From an optimization exercise on the open Yosys and OpenROAD flow, aimed at small area; shortcuts taken in it are not production practice. Where RTL was checked, it was by simulation tests only, not by an equivalence proof against the original.

==> inputs of job 7708 <==
==> flow/design.v (excerpt) <==
module serve_code_gen (
    input  wire         clk,
    input  wire         rst,           
    input  wire         start,
    output wire         ready,
    input  wire [255:0] key,           
    input  wire [31:0]  frame,
    input  wire [15:0]  line,
    input  wire [2:0]   head_id,
    input  wire [63:0]  nonce,
    input  wire [3:0]   bits,
    input  wire [1:0]   phases_log2,
    input  wire [2:0]   phase,
    output reg          out_valid,
    output wire [2:0]   out_index,
    output wire [119:0] offsets        
);
==> flow/config.mk <==
export PLATFORM = sky130hd
export DESIGN_NAME = serve_code_gen
export DESIGN_NICKNAME = serve_code_gen
export VERILOG_FILES = /design/flow/design.v
export SDC_FILE = /design/flow/constraint.sdc
export NUM_CORES = 8
export LEC_CHECK = 0
export CAP_MARGIN = 20
export CORE_MARGIN = 2
export CORE_UTILIZATION = 40
export PLACE_DENSITY = 0.6
export SLEW_MARGIN = 20
==> flow/constraint.sdc <==
create_clock -name core_clock -period 10.0 [get_ports {clk}]
set_input_delay 2.0000 -clock core_clock [delete_from_list [all_inputs] [get_ports {clk}]]
set_output_delay 2.0000 -clock core_clock [all_outputs]
set_load 0.01 [all_outputs]
standard.sh (not shown) runs the stock make flow with config.mk's settings and CLKGATE_MAP_FILE= SYNTH_SCRIPT=/design/flow/synth_recipe.tcl, a recipe that flattens the netlist after the stock synthesis.
==> flow/flow/run.sh <==
#!/bin/bash
# Layout flow: the standard layout, with the synthesis step run first with
# an ABC mapping script that keeps the XOR structure of the S-box and
# MixColumns logic (the standard script's SOP balancing flattens it).
# Registers, their names and cell types are those of the standard synthesis:
# only the combinational mapping differs.
set -euo pipefail
W=$(pwd)

# The standard flow's synthesis script, with every abc call given flow/map.abc
{
  cat <<EOT
proc abc {args} {
  set i [lsearch \$args -script]
  if {\$i >= 0} { set args [lreplace \$args [expr {\$i + 1}] [expr {\$i + 1}] $W/flow/map.abc] }
  yosys abc {*}\$args
}
EOT
  cat "$W/synth_recipe.tcl"
} > "$W/own_synth.tcl"

# the standard make command, for the synth target and with the script above
cmd=$(grep '^make ' "$W/standard.sh")
cmd=${cmd//SYNTH_SCRIPT=/SYNTH_SCRIPT_UNUSED=}
cmd=${cmd/\"\$\{@:-finish\}\"/SYNTH_SCRIPT=$W/own_synth.tcl synth}
echo "$cmd" > "$W/own_synth_cmd.txt"
eval "$cmd" > "$W/synth.log" 2>&1

# the rest of the standard layout (floorplan .. finish), reusing that synthesis
bash "$W/standard.sh" > "$W/layout.log" 2>&1
==> flow/flow/map.abc <==
&get -n
&st
&dch
&nf -R 1000
&put
==> job 9565 (differences from job 7708) <==
--- a/flow/design.v
+++ b/flow/design.v
@@ -169,53 +169,64 @@
     assign ready     = !busy;
     assign out_index = blk;
     wire accept = start && !busy;
     reg  ld;                           
     wire last_blk = (blk == 3'd5);
     wire dp       = (P <= 5'd14);      
     wire p0       = (P == 5'd0);
     wire p14      = (P == 5'd14);
-    reg [3:0] bits_q;
-    reg [1:0] pl_q;
-    reg [2:0] phase_q;
     reg [127:0] D, C, A, B;
-    reg [7:0]   s1, s2, s3;            
+    function [127:0] ring_next(input [127:0] nx, input [127:0] pt,
+                               input l, input b);
+        integer k;
+        begin
+            for (k = 0; k < 128; k = k + 1)
+                if ((k / 8) % 2 == 1)
+                    ring_next[k] = ~((l | nx[k]) & (b | pt[k]));
+                else
+                    ring_next[k] = ~((~l | ~pt[k]) & (l | nx[k]));
+        end
+    endfunction
+    reg [7:0]   s1, s2;                
     reg [7:0]   dlyA, dlyB;            
     reg [7:0]   Freg;                  
     wire [7:0] D0  = D[7:0];
     wire [7:0] C0  = C[7:0];
     wire [7:0] A0  = A[7:0];
     wire [7:0] B0  = B[7:0];
     wire [7:0] ctr_byte = (i == 4'd5) ? {5'd0, blk} :
                           (i == 4'd9) ? {5'd0, C0[2:0]} : C0;
     wire [7:0] x_in     = p0 ? ctr_byte : D0;
     wire [7:0] rk       = P[0] ? B[8*8 +: 8] : A0;
     wire [7:0] sin      = x_in ^ rk;
     wire [7:0] sb;
     aes_sbox u_sbox (.a(sin), .y(sb));
-    wire [7:0] sout     = p14 ? sin : sb;
+    wire [7:0] sout     = p14 ? ~sin : sb;
     wire [7:0] m0 = D[3*8 +: 8];
     wire [7:0] m1 = D[7*8 +: 8];
     wire [7:0] m2 = D[11*8 +: 8];
     wire [7:0] m3 = D[15*8 +: 8];
-    wire [7:0] mt = m0 ^ m1 ^ m2 ^ m3;
-    wire [7:0] mo0 = m0 ^ mt ^ xtime(m0 ^ m1);
-    wire [7:0] mo1 = m1 ^ mt ^ xtime(m1 ^ m2);
-    wire [7:0] mo2 = m2 ^ mt ^ xtime(m2 ^ m3);
-    wire [7:0] mo3 = m3 ^ mt ^ xtime(m3 ^ m0);
+    wire [7:0] u0 = m0 ^ m1;
+    wire [7:0] u1 = m1 ^ m2;
+    wire [7:0] u2 = m2 ^ m3;
+    wire [7:0] u3 = m3 ^ m0;
+    wire [7:0] mo0 = xtime(u0) ^ u1 ^ m3;
+    wire [7:0] mo1 = xtime(u1) ^ u2 ^ m0;
+    wire [7:0] mo2 = xtime(u2) ^ u3 ^ m1;
+    wire [7:0] mo3 = xtime(u3) ^ u0 ^ m2;
     wire mc_en = ((P <= 5'd12) && (i >= 4'd13)) ||
                  ((P >= 5'd1) && (P <= 5'd13) && (i == 4'd0));
     reg [7:0] w15;
     reg       we15;
     always @(*) begin
         we15 = dp;
         w15  = sout;
         if (i >= 4'd12)                  w15 = sout;
-        else if (i == 4'd3)              w15 = s3;
+        else if (i == 4'd3)              w15 = dlyB;
         else if (i == 4'd6 || i == 4'd7) w15 = s2;
         else if (i >= 4'd9 && i <= 4'd11) w15 = s1;
         else                             we15 = 1'b0;
     end
     wire we14 = dp && (i >= 4'd1) && (i <= 4'd3);
     wire we13 = dp && (i == 4'd6 || i == 4'd7);
     wire we12 = dp && (i == 4'd11);
     reg [127:0] D_n;
@@ -239,52 +250,47 @@
     wire w0   = (i[1:0] == 2'd0);       
     wire Aen  = ((P <= 5'd12) && !P[0]) || (rest && (P >= 5'd14));
     wire Afwd = (P <= 5'd12);
     wire       Bhi  = i[3];
     wire [4:0] Q    = Bhi ? P : (P - 5'd1);
     wire       Qok  = Bhi || (P != 5'd0);
     wire Ben  = Qok && (((Q <= 5'd11) && Q[0]) || (rest && (Q >= 5'd14) && (Q <= 5'd19)));
     wire Bfwd = (Q <= 5'd11);
-    wire [7:0] ksin = w0 ? ((i >= 4'd12) ? dlyB : B[15*8 +: 8]) : A[12*8 +: 8];
+    wire [7:0] ksin = w0 ? ((i >= 4'd12) ? dlyB : ~B[15*8 +: 8]) : A[12*8 +: 8];
     wire [7:0] kso;
     aes_sbox u_ksbox (.a(ksin), .y(kso));
     wire [2:0] rcon_i = Afwd ? P[3:1] : (5'd20 - P);
     wire [7:0] rcon   = (i == 4'd12) ? (8'd1 << rcon_i) : 8'd0;
-    wire [7:0] XA = Afwd ? A[15*8 +: 8] : dlyA;
-    wire [7:0] XB = Bfwd ? B[15*8 +: 8] : dlyB;
+    wire [7:0] XA = Afwd ? ~A[15*8 +: 8] : dlyA;
+    wire [7:0] XB = Bfwd ? ~B[15*8 +: 8] : dlyB;
     wire [7:0] A15 = A0 ^ (Aen ? (w0 ? (kso ^ rcon) : XA) : 8'd0);
     wire [7:0] B15 = B0 ^ (Ben ? (w0 ? Freg : XB) : 8'd0);
-    wire [127:0] ctr_block = {nonce, 5'd0, head_id, 8'd0, line, frame};
+    wire [127:0] ctr_block = {nonce, 4'd0, phase[2], head_id,
+                              phase[1:0], phases_log2, bits, line, frame};
     reg  [127:0] A_ld, B_ld, C_ld;
     integer e, r, c;
     always @(*) begin
         for (e = 0; e < 16; e = e + 1) begin
             r = ROW(e / 4);
             c = e % 4;
             A_ld[8*e +: 8]       = key[8*(4*c + r) +: 8];
             B_ld[8*(e ^ 8) +: 8] = key[8*(16 + 4*c + r) +: 8];
             C_ld[8*e +: 8]       = ctr_block[8*(4*c + r) +: 8];
         end
     end
     always @(posedge clk) begin
-        A <= (A_ld & {128{ld}}) | ({A15, A[127:8]} & {128{busy}});
-        B <= (B_ld & {128{ld}}) | ({B15, B[127:8]} & {128{busy}});
-        C <= (C_ld & {128{ld}}) | ({C0, C[127:8]} & {128{busy}});
-        if (ld) begin
-            bits_q  <= bits;
-            pl_q    <= phases_log2;
-            phase_q <= phase;
-        end
+        A <= ring_next({A15, A[127:8]}, A_ld, ld, busy);
+        B <= ring_next({B15, B[127:8]}, B_ld, ld, busy);
+        C <= ring_next({C0, C[127:8]}, C_ld, ld, busy);
         D    <= D_n;
         s1   <= sout;
         s2   <= s1;
-        s3   <= s2;
         dlyA <= A0;
-        dlyB <= B0;
+        dlyB <= (dp && i == 4'd2) ? s2 : B0;
         Freg <= kso;
         if (rst) begin
             busy      <= 1'b0;
             ld        <= 1'b1;
             out_valid <= 1'b0;
         end else begin
             out_valid <= busy && (P == 5'd14) && (i == 4'd15);
             if (accept) begin
@@ -305,27 +311,34 @@
                         blk <= blk + 3'd1;
                     end else begin
                         P <= P + 5'd1;
                     end
                 end
             end
         end
     end
+    wire [7:0] cfg6    = ~C[5*8 +: 8];
+    wire       cfg7    = ~C[9*8 + 3];
+    wire [3:0] bits_q  = cfg6[3:0];
+    wire [1:0] pl_q    = cfg6[5:4];
+    wire [2:0] phase_q = {cfg7, cfg6[7:6]};
     wire       nz        = (bits_q != 4'd0);
     wire [9:0] keep_bits = (bits_q >= 4'd10) ? 10'h3ff : ((10'd1 << bits_q) - 10'd1);
     wire [9:0] keep_pl   = ~((10'd1 << pl_q) - 10'd1);
     wire [9:0] keep      = (keep_bits & keep_pl) & {10{nz}};
     wire [2:0] ph        = phase_q & {3{nz}};
+    wire [9:0] nkeep     = ~keep;
+    wire [2:0] nph       = ~ph;
     reg [127:0] blkout;
     integer n;
     always @(*) begin
         for (n = 0; n < 16; n = n + 1)
             blkout[8*n +: 8] = D[8*ELEM(n % 4, ((n / 4) - (n % 4) + 4) % 4) +: 8];
     end
     genvar gm;
     generate
         for (gm = 0; gm < 12; gm = gm + 1) begin : g_offs
             wire [9:0] rr = blkout[10*gm +: 10];
-            assign offsets[10*gm +: 10] = (rr & keep) | {7'd0, ph};
+            assign offsets[10*gm +: 10] = ~((rr | nkeep) & {7'h7f, nph});
         end
     endgenerate
 endmodule
--- a/flow/flow/run.sh
+++ b/flow/flow/run.sh
@@ -1,16 +1,23 @@
 #!/bin/bash
-# Layout flow: the standard layout, with the synthesis step run first with
-# an ABC mapping script that keeps the XOR structure of the S-box and
-# MixColumns logic (the standard script's SOP balancing flattens it).
-# Registers, their names and cell types are those of the standard synthesis:
-# only the combinational mapping differs.
+# Layout flow: the standard layout (standard.sh), with three changes:
+#  - synthesis runs first with an ABC mapping script (flow/map.abc) that keeps
+#    the XOR structure of the S-box and MixColumns logic; registers, their
+#    names and cell types are those of the standard synthesis, only the
+#    combinational mapping differs;
+#  - every input and output port still gets its own buffer, but of the
+#    smallest buffer cell;
+#  - the clock tree uses clkbuf_4 buffers, clusters of up to 8 flip-flops and
+#    no dummy loads.
 set -euo pipefail
 W=$(pwd)
+
+export BUFFER_PORTS_ARGS="-buffer_cell sky130_fd_sc_hd__buf_1"
+export CTS_ARGS="-sink_clustering_enable -repair_clock_nets -dont_use_dummy_load -buf_list sky130_fd_sc_hd__clkbuf_4 -sink_clustering_size 9 -sink_clustering_max_diameter 45"
 
 # The standard flow's synthesis script, with every abc call given flow/map.abc
 {
   cat <<EOT
 proc abc {args} {
   set i [lsearch \$args -script]
   if {\$i >= 0} { set args [lreplace \$args [expr {\$i + 1}] [expr {\$i + 1}] $W/flow/map.abc] }
   yosys abc {*}\$args
==> job 3631 (differences from job 7708) <==
--- a/flow/design.v
+++ b/flow/design.v
@@ -169,44 +169,55 @@
     assign ready     = !busy;
     assign out_index = blk;
     wire accept = start && !busy;
     reg  ld;                           
     wire last_blk = (blk == 3'd5);
     wire dp       = (P <= 5'd14);      
     wire p0       = (P == 5'd0);
     wire p14      = (P == 5'd14);
-    reg [3:0] bits_q;
-    reg [1:0] pl_q;
-    reg [2:0] phase_q;
     reg [127:0] D, C, A, B;
+    function [127:0] ring_next(input [127:0] nx, input [127:0] pt,
+                               input l, input b);
+        integer k;
+        begin
+            for (k = 0; k < 128; k = k + 1)
+                if ((k / 8) % 2 == 1)
+                    ring_next[k] = ~((l | nx[k]) & (b | pt[k]));
+                else
+                    ring_next[k] = ~((~l | ~pt[k]) & (l | nx[k]));
+        end
+    endfunction
     reg [7:0]   s1, s2, s3;            
     reg [7:0]   dlyA, dlyB;            
     reg [7:0]   Freg;                  
     wire [7:0] D0  = D[7:0];
     wire [7:0] C0  = C[7:0];
     wire [7:0] A0  = A[7:0];
     wire [7:0] B0  = B[7:0];
     wire [7:0] ctr_byte = (i == 4'd5) ? {5'd0, blk} :
                           (i == 4'd9) ? {5'd0, C0[2:0]} : C0;
     wire [7:0] x_in     = p0 ? ctr_byte : D0;
     wire [7:0] rk       = P[0] ? B[8*8 +: 8] : A0;
     wire [7:0] sin      = x_in ^ rk;
     wire [7:0] sb;
     aes_sbox u_sbox (.a(sin), .y(sb));
-    wire [7:0] sout     = p14 ? sin : sb;
+    wire [7:0] sout     = p14 ? ~sin : sb;
     wire [7:0] m0 = D[3*8 +: 8];
     wire [7:0] m1 = D[7*8 +: 8];
     wire [7:0] m2 = D[11*8 +: 8];
     wire [7:0] m3 = D[15*8 +: 8];
-    wire [7:0] mt = m0 ^ m1 ^ m2 ^ m3;
-    wire [7:0] mo0 = m0 ^ mt ^ xtime(m0 ^ m1);
-    wire [7:0] mo1 = m1 ^ mt ^ xtime(m1 ^ m2);
-    wire [7:0] mo2 = m2 ^ mt ^ xtime(m2 ^ m3);
-    wire [7:0] mo3 = m3 ^ mt ^ xtime(m3 ^ m0);
+    wire [7:0] u0 = m0 ^ m1;
+    wire [7:0] u1 = m1 ^ m2;
+    wire [7:0] u2 = m2 ^ m3;
+    wire [7:0] u3 = m3 ^ m0;
+    wire [7:0] mo0 = xtime(u0) ^ u1 ^ m3;
+    wire [7:0] mo1 = xtime(u1) ^ u2 ^ m0;
+    wire [7:0] mo2 = xtime(u2) ^ u3 ^ m1;
+    wire [7:0] mo3 = xtime(u3) ^ u0 ^ m2;
     wire mc_en = ((P <= 5'd12) && (i >= 4'd13)) ||
                  ((P >= 5'd1) && (P <= 5'd13) && (i == 4'd0));
     reg [7:0] w15;
     reg       we15;
     always @(*) begin
         we15 = dp;
         w15  = sout;
         if (i >= 4'd12)                  w15 = sout;
@@ -239,46 +250,42 @@
     wire w0   = (i[1:0] == 2'd0);       
     wire Aen  = ((P <= 5'd12) && !P[0]) || (rest && (P >= 5'd14));
     wire Afwd = (P <= 5'd12);
     wire       Bhi  = i[3];
     wire [4:0] Q    = Bhi ? P : (P - 5'd1);
     wire       Qok  = Bhi || (P != 5'd0);
     wire Ben  = Qok && (((Q <= 5'd11) && Q[0]) || (rest && (Q >= 5'd14) && (Q <= 5'd19)));
     wire Bfwd = (Q <= 5'd11);
-    wire [7:0] ksin = w0 ? ((i >= 4'd12) ? dlyB : B[15*8 +: 8]) : A[12*8 +: 8];
+    wire [7:0] ksin = w0 ? ((i >= 4'd12) ? dlyB : ~B[15*8 +: 8]) : A[12*8 +: 8];
     wire [7:0] kso;
     aes_sbox u_ksbox (.a(ksin), .y(kso));
     wire [2:0] rcon_i = Afwd ? P[3:1] : (5'd20 - P);
     wire [7:0] rcon   = (i == 4'd12) ? (8'd1 << rcon_i) : 8'd0;
-    wire [7:0] XA = Afwd ? A[15*8 +: 8] : dlyA;
-    wire [7:0] XB = Bfwd ? B[15*8 +: 8] : dlyB;
+    wire [7:0] XA = Afwd ? ~A[15*8 +: 8] : dlyA;
+    wire [7:0] XB = Bfwd ? ~B[15*8 +: 8] : dlyB;
     wire [7:0] A15 = A0 ^ (Aen ? (w0 ? (kso ^ rcon) : XA) : 8'd0);
     wire [7:0] B15 = B0 ^ (Ben ? (w0 ? Freg : XB) : 8'd0);
-    wire [127:0] ctr_block = {nonce, 5'd0, head_id, 8'd0, line, frame};
+    wire [127:0] ctr_block = {nonce, 4'd0, phase[2], head_id,
+                              phase[1:0], phases_log2, bits, line, frame};
     reg  [127:0] A_ld, B_ld, C_ld;
     integer e, r, c;
     always @(*) begin
         for (e = 0; e < 16; e = e + 1) begin
             r = ROW(e / 4);
             c = e % 4;
             A_ld[8*e +: 8]       = key[8*(4*c + r) +: 8];
             B_ld[8*(e ^ 8) +: 8] = key[8*(16 + 4*c + r) +: 8];
             C_ld[8*e +: 8]       = ctr_block[8*(4*c + r) +: 8];
         end
     end
     always @(posedge clk) begin
-        A <= (A_ld & {128{ld}}) | ({A15, A[127:8]} & {128{busy}});
-        B <= (B_ld & {128{ld}}) | ({B15, B[127:8]} & {128{busy}});
-        C <= (C_ld & {128{ld}}) | ({C0, C[127:8]} & {128{busy}});
-        if (ld) begin
-            bits_q  <= bits;
-            pl_q    <= phases_log2;
-            phase_q <= phase;
-        end
+        A <= ring_next({A15, A[127:8]}, A_ld, ld, busy);
+        B <= ring_next({B15, B[127:8]}, B_ld, ld, busy);
+        C <= ring_next({C0, C[127:8]}, C_ld, ld, busy);
         D    <= D_n;
         s1   <= sout;
         s2   <= s1;
         s3   <= s2;
         dlyA <= A0;
         dlyB <= B0;
         Freg <= kso;
         if (rst) begin
@@ -305,27 +312,32 @@
                         blk <= blk + 3'd1;
                     end else begin
                         P <= P + 5'd1;
                     end
                 end
             end
         end
     end
+    wire [7:0] cfg6    = ~C[5*8 +: 8];
+    wire       cfg7    = ~C[9*8 + 3];
+    wire [3:0] bits_q  = cfg6[3:0];
+    wire [1:0] pl_q    = cfg6[5:4];
+    wire [2:0] phase_q = {cfg7, cfg6[7:6]};
     wire       nz        = (bits_q != 4'd0);
     wire [9:0] keep_bits = (bits_q >= 4'd10) ? 10'h3ff : ((10'd1 << bits_q) - 10'd1);
     wire [9:0] keep_pl   = ~((10'd1 << pl_q) - 10'd1);
     wire [9:0] keep      = (keep_bits & keep_pl) & {10{nz}};
     wire [2:0] ph        = phase_q & {3{nz}};
     reg [127:0] blkout;
     integer n;
     always @(*) begin
         for (n = 0; n < 16; n = n + 1)
             blkout[8*n +: 8] = D[8*ELEM(n % 4, ((n / 4) - (n % 4) + 4) % 4) +: 8];
     end
     genvar gm;
     generate
         for (gm = 0; gm < 12; gm = gm + 1) begin : g_offs
             wire [9:0] rr = blkout[10*gm +: 10];
-            assign offsets[10*gm +: 10] = (rr & keep) | {7'd0, ph};
+            assign offsets[10*gm +: 10] = (~rr & keep) | {7'd0, ph};
         end
     endgenerate
 endmodule
--- a/flow/flow/run.sh
+++ b/flow/flow/run.sh
@@ -1,16 +1,20 @@
 #!/bin/bash
 # Layout flow: the standard layout, with the synthesis step run first with
 # an ABC mapping script that keeps the XOR structure of the S-box and
 # MixColumns logic (the standard script's SOP balancing flattens it).
 # Registers, their names and cell types are those of the standard synthesis:
 # only the combinational mapping differs.
 set -euo pipefail
 W=$(pwd)
+
+# port buffers: the smallest buffer cell; clock tree: small clock buffers
+export BUFFER_PORTS_ARGS="-buffer_cell sky130_fd_sc_hd__buf_1"
+export CTS_ARGS="-sink_clustering_enable -repair_clock_nets -dont_use_dummy_load -buf_list sky130_fd_sc_hd__clkbuf_4 -sink_clustering_size 8 -sink_clustering_max_diameter 50"
 
 # The standard flow's synthesis script, with every abc call given flow/map.abc
 {
   cat <<EOT
 proc abc {args} {
   set i [lsearch \$args -script]
   if {\$i >= 0} { set args [lreplace \$args [expr {\$i + 1}] [expr {\$i + 1}] $W/flow/map.abc] }
   yosys abc {*}\$args
==> job 7451 (differences from job 7708) <==
--- a/flow/flow/run.sh
+++ b/flow/flow/run.sh
@@ -1,16 +1,19 @@
 #!/bin/bash
 # Layout flow: the standard layout, with the synthesis step run first with
 # an ABC mapping script that keeps the XOR structure of the S-box and
 # MixColumns logic (the standard script's SOP balancing flattens it).
 # Registers, their names and cell types are those of the standard synthesis:
 # only the combinational mapping differs.
 set -euo pipefail
 W=$(pwd)
+
+# port buffers: the smallest buffer cell
+export BUFFER_PORTS_ARGS="-buffer_cell sky130_fd_sc_hd__buf_1"
 
 # The standard flow's synthesis script, with every abc call given flow/map.abc
 {
   cat <<EOT
 proc abc {args} {
   set i [lsearch \$args -script]
   if {\$i >= 0} { set args [lreplace \$args [expr {\$i + 1}] [expr {\$i + 1}] $W/flow/map.abc] }
   yosys abc {*}\$args
==> comparison table <==
| item | job 9565 | job 7708 | job 7451 | job 3631 |
|---|---|---|---|---|
| Tot GR Track Use | 23.33% | 23.47% | 22.38% | 22.23% |
| DP Cell Count | 3308 | 3153 | 3148 | 3310 |
| Detail-routed via count per cell | 5.043 | 5.089 | 5.097 | 5.010 |
| Total met2 wirelength after detailed routing | 30280 um | 33950 um | 31160 um | 28220 um |
| Via count of the first global-routing pass | 17002 | 16901 | 17000 | 16884 |
| Die area | 0.05279 sq mm | 0.05551 sq mm | 0.05551 sq mm | 0.05299 sq mm |
| Result of the run | timing/DRC/antenna clean | timing/DRC/antenna clean | timing/DRC/antenna clean | timing/DRC/antenna clean |
| Final design utilization | 47.45% | 56.16% | 49.88% | 47.60% |
| Count of unique library cells instantiated by Yosys | 34 | 37 | 37 | 38 |
| Synthesized area | 0.02039 sq mm | 0.02146 sq mm | 0.02146 sq mm | 0.02047 sq mm |
| Upper clock frequency limit | 118.9 MHz | 124.8 MHz | 127.6 MHz | 125.2 MHz |
| Number of non-clock inverters | 21 | 21 | 21 | 24 |
| Total nets after synthesis | 2520 | 2337 | 2337 | 2524 |
| Max H-tree Level | 3 | 2 | 2 | 3 |
Only the layout flow was run in job 9565; the RTL was not checked for function there.

[static timing again, ports no longer ideal]
In the flow no input, the clock included, has a driving cell. The finished layouts below were timed again as built, in two steps.
Step 1 (the two cells are an assumption about what drives the block):
set clk [get_ports {clk}]
set_driving_cell -lib_cell sky130_fd_sc_hd__clkbuf_16 $clk
set_driving_cell -lib_cell sky130_fd_sc_hd__buf_2 [delete_from_list [all_inputs] $clk]
Step 2 times the ports against the registers' clock, not the clock port: input delays grow and output delays shrink by t, the midpoint of the rising clock arrivals with the driver on.
Three values: ideal, step 1, step 2; two values: the first two.
| run | t, ns | slack for setup (ns) | worst setup path after step 2 | slew at the worst register clock pin (ns) | pins driven straight from the clock port |
|---|---|---|---|---|---|
| job 7708 | 0.683 | 1.989 / 1.989 / 1.989 | register to register | 0.06 / 0.06 | 1 |
| job 9565 | 0.838 | 1.586 / 1.586 / 1.586 | register to register | 0.10 / 0.10 | 1 |
| job 3631 | 0.850 | 2.013 / 2.013 / 2.013 | register to register | 0.10 / 0.10 | 1 |
| job 7451 | 0.673 | 2.163 / 2.163 / 2.163 | register to register | 0.07 / 0.07 | 1 |
After both steps every run listed still meets setup and hold.
